Context: an optimization exercise on an open-source flow, tuned for small area. The choices shown serve that exercise and are no tape-out recipe.
Only simulation tests tie the RTL to the original design; equivalence was not proved.
Power is estimated from default activity; no workload was simulated.

Setup of tundra:
==> flow/design.v <==
module hx_gen_chain (
    input  wire               clk,
    input  wire               rst,           
    input  wire               cfg_load,      
    input  wire [1:0]         cfg_order,     
    input  wire [3:0]         cfg_rate,      
    input  wire               mod_valid,
    input  wire signed [3:0]  mod_in,
    output wire               fine_valid,
    output wire signed [73:0] fine_data,
    output wire               fine_h,
    output wire               fine_o,
    output wire               coarse_valid,
    output wire signed [10:0] coarse_data,
    output wire               coarse_o
);
    localparam W  = 74;
    localparam ND = 5;                     
    localparam DW = 15;                    
    reg [1:0] order_q;
    reg [3:0] rate_q;
    wire      cfg_ok = (cfg_order != 2'd3) && (cfg_rate <= 4'd10);
    wire      clear  = rst || (cfg_load && cfg_ok);
    always @(posedge clk) begin
        if (rst) begin
            order_q <= 2'd0;
            rate_q  <= 4'd7;
        end else if (cfg_load && cfg_ok) begin
            order_q <= cfg_order;
            rate_q  <= cfg_rate;
        end
    end
    wire [2:0]  n_ord  = {1'b0, order_q} + 3'd3;
    wire [13:0] r_mask;                                                  
    genvar mb;
    generate
        for (mb = 0; mb < 14; mb = mb + 1) begin : msk
            if (mb < 4) begin : lo
                assign r_mask[mb] = 1'b1;
            end else begin : hi
                assign r_mask[mb] = (rate_q >= mb - 3);
            end
        end
    endgenerate
    reg [13:0] phase;      
    reg [3:0]  run_len;    
    reg        run_neg;    
    reg [2:0]  age;        
    reg        pos_ok;     
    reg [2:0]  nblk;       
    reg        c_ovl;      
    wire is_pos = (mod_in == 4'sd7);
    wire is_neg = (mod_in == -4'sd8);
    wire is_ext = is_pos || is_neg;
    wire [3:0] run_next = !is_ext                                 ? 4'd0 :
                          (run_len != 4'd0 && run_neg == is_neg) ?
                              (run_len == 4'd8 ? 4'd8 : run_len + 4'd1) : 4'd1;
    wire ovl_now  = run_next[3];
    wire [13:0] pm      = phase & r_mask;        
    wire pm_hi0         = ~|pm[13:1];
    wire blk_first      = pm_hi0 & ~pm[0];
    wire pm_one         = pm_hi0 & pm[0];
    wire blk_last       = &(phase | ~r_mask);
    wire pos_ge_n       = (|pm[13:3]) || (pm[2:0] >= n_ord - 3'd1);
    wire [3:0] cpos     = phase[3:0];
    always @(posedge clk) begin
        if (clear) begin
            phase   <= 14'd0;
            run_len <= 4'd0;
            run_neg <= 1'b0;
            age     <= 3'd7;
            pos_ok  <= 1'b0;
            nblk    <= 3'd0;
            c_ovl   <= 1'b0;
        end else if (mod_valid) begin
            phase   <= phase + 14'd1;
            run_len <= run_next;
            run_neg <= is_neg;
            if (ovl_now) begin
                age    <= 3'd0;
                pos_ok <= pos_ge_n;
            end else if (blk_first && age != 3'd7) begin
                age    <= age + 3'd1;
            end
            if (blk_last && nblk != 3'd7)
                nblk <= nblk + 3'd1;
            c_ovl   <= ovl_now || (c_ovl && cpos != 4'd0);
        end
    end
    assign fine_h   = (nblk < n_ord);
    assign fine_o   = (age <= n_ord - 3'd2) || (age == n_ord - 3'd1 && pos_ok);
    assign coarse_o = c_ovl;
    reg [2:0] q;           
    reg [1:0] cq;          
    reg       zf;          
    reg [3:0] xr;          
    reg       pend;        
    reg       ip;          
    reg       pfirst;      
    reg       plast;       
    reg       yhold;       
    reg [1:0] ucnt;        
    reg [3:0] idone;       
    wire zero  = zf;
    wire q_n1  = (q == n_ord - 3'd1);                         
    wire q_n   = (q == ((n_ord == 3'd5) ? 3'd0 : n_ord));     
    wire st1   = pend && !yhold && (q == 3'd0);
    wire at_n  = ip && q_n1;
    wire trig  = plast && at_n;
    wire dump  = pfirst && at_n;
    wire ustart = yhold && q_n && (cq == 2'd1 - n_ord[1:0]);  
    wire urest = (ucnt != 2'd0);
    wire inj   = !ip && q_n1 && !idone[cq];
    reg       xsg;         
    always @(posedge clk) begin
        if (mod_valid)
            xr <= mod_in;
        if (st1)
            xsg <= xr[3];
    end
    always @(posedge clk) begin
        if (clear)
            q  <= 3'd0;
        else
            q  <= (q == 3'd4) ? 3'd0 : q + 3'd1;
        if (rst)
            cq <= 2'd0;
        else
            cq <= cq + 2'd1;
    end
    always @(posedge clk) begin
        if (clear) begin
            zf     <= 1'b1;
            pend   <= 1'b0;
            ip     <= 1'b0;
            pfirst <= 1'b0;
            plast  <= 1'b0;
            yhold  <= 1'b0;
            ucnt   <= 2'd0;
            idone  <= 4'hf;
        end else begin
            if (q == 3'd4)
                zf <= 1'b0;
            pend   <= mod_valid || (pend && !st1);
            ip     <= st1 || (ip && q != 3'd4);
            if (st1) begin
                pfirst <= pm_one;
                plast  <= blk_first;
            end else if (trig) begin
                plast  <= 1'b0;
            end
            yhold  <= trig || (yhold && !ustart);
            ucnt   <= ustart ? n_ord[1:0] - 2'd2 : (urest ? ucnt - 2'd1 : 2'd0);
            if (dump)
                idone <= 4'h0;
            else if (inj)
                idone[cq] <= 1'b1;
        end
    end
    localparam NC = 6;
    wire [1:0] iop = st1 ? 2'd3 : ip ? 2'd2 : inj ? 2'd1 : 2'd0;
    wire [1:0] cop = zero ? 2'd3 : ustart ? 2'd2 : urest ? 2'd1 : 2'd0;
    wire [NC-1:0] ctl0 = {iop, dump, cop, trig};
    reg  [NC-1:0] ctl_d [1:ND];
    integer k;
    always @(posedge clk) begin
        ctl_d[1] <= ctl0;
        for (k = 2; k <= ND; k = k + 1)
            ctl_d[k] <= ctl_d[k-1];
        if (clear)                       
            for (k = 1; k <= ND; k = k + 1)
                ctl_d[k][0] <= 1'b0;
    end
    assign fine_valid = ctl_d[ND][0];
    reg  [W-1:0] ir0, ir1, ir2, ir3, ir4;      
    reg  [W-1:0] cr0, cr1, cr2, cr3;           
    wire [W-1:0] isum, csum;
    wire [ND-1:0] ico, cco;                    
    wire [W-1:0] xs = {{(W-DW){xsg}}, {(DW-4){xr[3]}}, xr};
    genvar j, b;
    generate
        for (j = 0; j < ND; j = j + 1) begin : dg
            localparam LO = j * DW;
            localparam HI = (j == ND - 1) ? W - 1 : j * DW + DW - 1;
            localparam WD = HI - LO + 1;
            wire [NC-1:0] ctl = (j == 0) ? ctl0 : ctl_d[j];
            wire i_x = (ctl[5:4] == 2'd3), i_r = (ctl[5:4] == 2'd2), i_c = (ctl[5:4] == 2'd1);
            wire c_f = (ctl[2:1] == 2'd2), c_r = (ctl[2:1] == 2'd1), c_z = (ctl[2:1] == 2'd3);
            wire i_z = c_z | ctl[3];
            wire [WD-1:0] ia = i_z ? {WD{1'b0}} : ir0[HI:LO];
            wire [WD-1:0] ib = i_x ? xs[HI:LO] :
                               i_r ? ir4[HI:LO] :
                               i_c ? ~cr0[HI:LO] : {WD{1'b0}};
            wire [WD:0]   ic;
            wire [WD-1:0] ca = c_z ? {WD{1'b0}} : cr0[HI:LO];
            wire [WD-1:0] cb = c_f ? ir4[HI:LO] : (c_r ? cr3[HI:LO] : {WD{1'b0}});
            wire [WD:0]   cc;
            if (j == 0) begin : c0
                assign ic[0] = i_c;
                assign cc[0] = 1'b0;
            end else begin : cj
                reg icr, ccr;
                always @(posedge clk) begin
                    icr <= ico[j-1];
                    ccr <= cco[j-1];
                end
                assign ic[0] = icr;
                assign cc[0] = ccr;
            end
            for (b = 0; b < WD; b = b + 1) begin : bt
                assign isum[LO+b]  = ia[b] ^ ib[b] ^ ic[b];
                assign ic[b+1]     = (ia[b] & ib[b]) | (ia[b] & ic[b]) | (ib[b] & ic[b]);
                assign csum[LO+b]  = ca[b] ^ cb[b] ^ cc[b];
                assign cc[b+1]     = (ca[b] & cb[b]) | (ca[b] & cc[b]) | (cb[b] & cc[b]);
            end
            assign ico[j] = ic[WD];
            assign cco[j] = cc[WD];
        end
    endgenerate
    always @(posedge clk) begin
        ir0 <= ir1;
        ir1 <= ir2;
        ir2 <= ir3;
        ir3 <= ir4;
        ir4 <= isum;
        cr0 <= cr1;
        cr1 <= cr2;
        cr2 <= cr3;
        cr3 <= csum;
    end
    assign fine_data = {ir4[73:60], ir3[59:45], ir2[44:30], ir1[29:15], ir0[14:0]};
    reg [3:0]  wc;
    reg        cvp;
    reg [10:0] cacc;
    wire [3:0] wgt = (cpos ^ {4{cpos[3]}}) + 4'd1;
    always @(posedge clk) begin
        if (clear) begin
            wc   <= 4'd0;
            cvp  <= 1'b0;
            cacc <= 11'd0;
        end else begin
            if (mod_valid) begin
                wc  <= wgt;
                cvp <= (cpos == 4'd15);
            end else begin
                if (wc != 4'd0)
                    wc <= wc - 4'd1;
                if (wc == 4'd0)
                    cvp <= 1'b0;
            end
            if (coarse_valid)
                cacc <= 11'd0;
            else if (wc != 4'd0)
                cacc <= cacc + {{7{xr[3]}}, xr};
        end
    end
    assign coarse_valid = cvp && (wc == 4'd0);
    assign coarse_data  = cacc;
endmodule
Settings: LEC_CHECK=0, CAP_MARGIN=20, CORE_MARGIN=2, CORE_UTILIZATION=75, CTS_BUF_LIST=sky130_fd_sc_hd__clkbuf_8, CTS_CLUSTER_DIAMETER=55, CTS_CLUSTER_SIZE=16, PLACE_DENSITY=0.85, SLEW_MARGIN=20; clock period 10.0 ns.
standard.sh (not shown) runs the stock make flow with config.mk's settings and CLKGATE_MAP_FILE= SYNTH_SCRIPT=/design/flow/synth_recipe.tcl, a recipe that flattens the netlist after the stock synthesis.
==> flow/flow/run.sh <==
#!/bin/bash
# The standard layout (standard.sh), with one change: the buffers that
# buffer_ports puts on every input and output port are the platform's smallest
# buffer cell instead of the one buffer_ports picks by default.
set -euo pipefail
export BUFFER_PORTS_ARGS="-buffer_cell sky130_fd_sc_hd__buf_1"
bash standard.sh > standard_flow.log 2>&1
> inputs changed (tundra -> fjord)
-- flow/design.v --
<<< tundra, line 58
    wire ovl_now  = run_next[3];
    wire [13:0] pm      = phase & r_mask;        
    wire pm_hi0         = ~|pm[13:1];
    wire blk_first      = pm_hi0 & ~pm[0];
    wire pm_one         = pm_hi0 & pm[0];
    wire blk_last       = &(phase | ~r_mask);
    wire pos_ge_n       = (|pm[13:3]) || (pm[2:0] >= n_ord - 3'd1);
>>> fjord, line 58
    wire ovl_now  = run_next[3];
    wire [13:0] pm      = phase & r_mask;        
    wire blk_first      = ~|pm;
    wire blk_last       = &(phase | ~r_mask);
    wire pos_ge_n       = (|pm[13:3]) || (pm[2:0] >= n_ord - 3'd1);
<<< tundra, line 93
    reg [2:0] q;           
    reg [1:0] cq;          
    reg       zf;          
    reg [3:0] xr;          
    reg       pend;        
    reg       ip;          
    reg       pfirst;      
    reg       plast;       
>>> fjord, line 91
    reg [2:0] q;           
    reg [1:0] cq;          
    reg [2:0] zcnt;        
    reg [3:0] xr;          
    reg       pend;        
    reg       ip;          
    reg       dfirst;      
    reg       dlast;       
    reg       pfirst;      
    reg       plast;       
<<< tundra, line 102
    reg [1:0] ucnt;        
    reg [3:0] idone;       
    wire zero  = zf;
    wire q_n1  = (q == n_ord - 3'd1);                         
    wire q_n   = (q == ((n_ord == 3'd5) ? 3'd0 : n_ord));     
>>> fjord, line 102
    reg [1:0] ucnt;        
    reg [3:0] idone;       
    wire zero  = (zcnt != 3'd0);
    wire q_n1  = (q == n_ord - 3'd1);                         
    wire q_n   = (q == ((n_ord == 3'd5) ? 3'd0 : n_ord));     
<<< tundra, line 120
    end
    always @(posedge clk) begin
        if (clear)
            q  <= 3'd0;
        else
            q  <= (q == 3'd4) ? 3'd0 : q + 3'd1;
        if (rst)
            cq <= 2'd0;
        else
            cq <= cq + 2'd1;
    end
    always @(posedge clk) begin
        if (clear) begin
            zf     <= 1'b1;
            pend   <= 1'b0;
            ip     <= 1'b0;
            pfirst <= 1'b0;
            plast  <= 1'b0;
>>> fjord, line 120
    end
    always @(posedge clk) begin
        if (rst) begin
            q  <= 3'd0;
            cq <= 2'd0;
        end else begin
            q  <= (q == 3'd4) ? 3'd0 : q + 3'd1;
            cq <= cq + 2'd1;
        end
    end
    always @(posedge clk) begin
        if (clear) begin
            zcnt   <= 3'd5;
            pend   <= 1'b0;
            ip     <= 1'b0;
            dfirst <= 1'b0;
            dlast  <= 1'b0;
            pfirst <= 1'b0;
            plast  <= 1'b0;
<<< tundra, line 140
            idone  <= 4'hf;
        end else begin
            if (q == 3'd4)
                zf <= 1'b0;
            pend   <= mod_valid || (pend && !st1);
            ip     <= st1 || (ip && q != 3'd4);
            if (st1) begin
                pfirst <= pm_one;
                plast  <= blk_first;
            end else if (trig) begin
                plast  <= 1'b0;
>>> fjord, line 141
            idone  <= 4'hf;
        end else begin
            if (zero)
                zcnt <= zcnt - 3'd1;
            pend   <= mod_valid || (pend && !st1);
            ip     <= st1 || (ip && q != 3'd4);
            if (mod_valid) begin
                dfirst <= blk_first;
                dlast  <= blk_last;
            end
            if (st1) begin
                pfirst <= dfirst;
                plast  <= dlast;
            end else if (trig) begin
                plast  <= 1'b0;
<<< tundra, line 158
        end
    end
    localparam NC = 6;
    wire [1:0] iop = st1 ? 2'd3 : ip ? 2'd2 : inj ? 2'd1 : 2'd0;
    wire [1:0] cop = zero ? 2'd3 : ustart ? 2'd2 : urest ? 2'd1 : 2'd0;
    wire [NC-1:0] ctl0 = {iop, dump, cop, trig};
    reg  [NC-1:0] ctl_d [1:ND];
    integer k;
>>> fjord, line 163
        end
    end
    localparam NC = 8;
    wire [NC-1:0] ctl0 = {st1, ip, inj, zero || dump, ustart, urest, zero, trig};
    reg  [NC-1:0] ctl_d [1:ND];
    integer k;
<<< tundra, line 185
            localparam WD = HI - LO + 1;
            wire [NC-1:0] ctl = (j == 0) ? ctl0 : ctl_d[j];
            wire i_x = (ctl[5:4] == 2'd3), i_r = (ctl[5:4] == 2'd2), i_c = (ctl[5:4] == 2'd1);
            wire c_f = (ctl[2:1] == 2'd2), c_r = (ctl[2:1] == 2'd1), c_z = (ctl[2:1] == 2'd3);
            wire i_z = c_z | ctl[3];
            wire [WD-1:0] ia = i_z ? {WD{1'b0}} : ir0[HI:LO];
            wire [WD-1:0] ib = i_x ? xs[HI:LO] :
>>> fjord, line 188
            localparam WD = HI - LO + 1;
            wire [NC-1:0] ctl = (j == 0) ? ctl0 : ctl_d[j];
            wire i_x = ctl[7], i_r = ctl[6], i_c = ctl[5], i_z = ctl[4];
            wire c_f = ctl[3], c_r = ctl[2], c_z = ctl[1];
            wire [WD-1:0] ia = i_z ? {WD{1'b0}} : ir0[HI:LO];
            wire [WD-1:0] ib = i_x ? xs[HI:LO] :
Findings:
fjord: flow completed, timing, DRC and antenna clean
Changes observed in fjord relative to tundra: final clock period utilization by the worst path decreased by 6.3 points relative to the old numbers, met3 routed wirelength decreased by 39 µm relative to the old numbers.
Between fjord and tundra, data required time at the worst endpoint is lower for fjord, tundra comes in above that.
What fjord reported for non-clock inverter total of the final layout has to be multiplied by 0.855 to get the figure for tundra.
fjord — reported net switching power 0.69% lower, tundra as reference
Status: clock transition at the registers of the reported paths parity (fjord, tundra)

re-timing with driven ports:
In the flow no input, the clock included, has a driving cell. The finished layouts below were timed again as built, in two steps.
Step 1: set_driving_cell puts a clkbuf_16 on clk and a buf_2 on each other input, an assumption about the parent block.
Step 2 times the ports against the registers' clock, not the clock port: input delays grow and output delays shrink by t, the midpoint of the rising clock arrivals with the driver on.
Three values: ideal ports, drivers, drivers and shift; two values: the first two.
run	t, ns	setup WS [ns]	worst setup path after step 2	latest minus earliest clock arrival (ns)
tundra	0.702	1.116 / 1.116 / 1.116	register to register	0.022 / 0.023
fjord	0.679	1.746 / 1.746 / 1.746	register to register	0.024 / 0.024
After both steps every run listed still meets setup and hold.
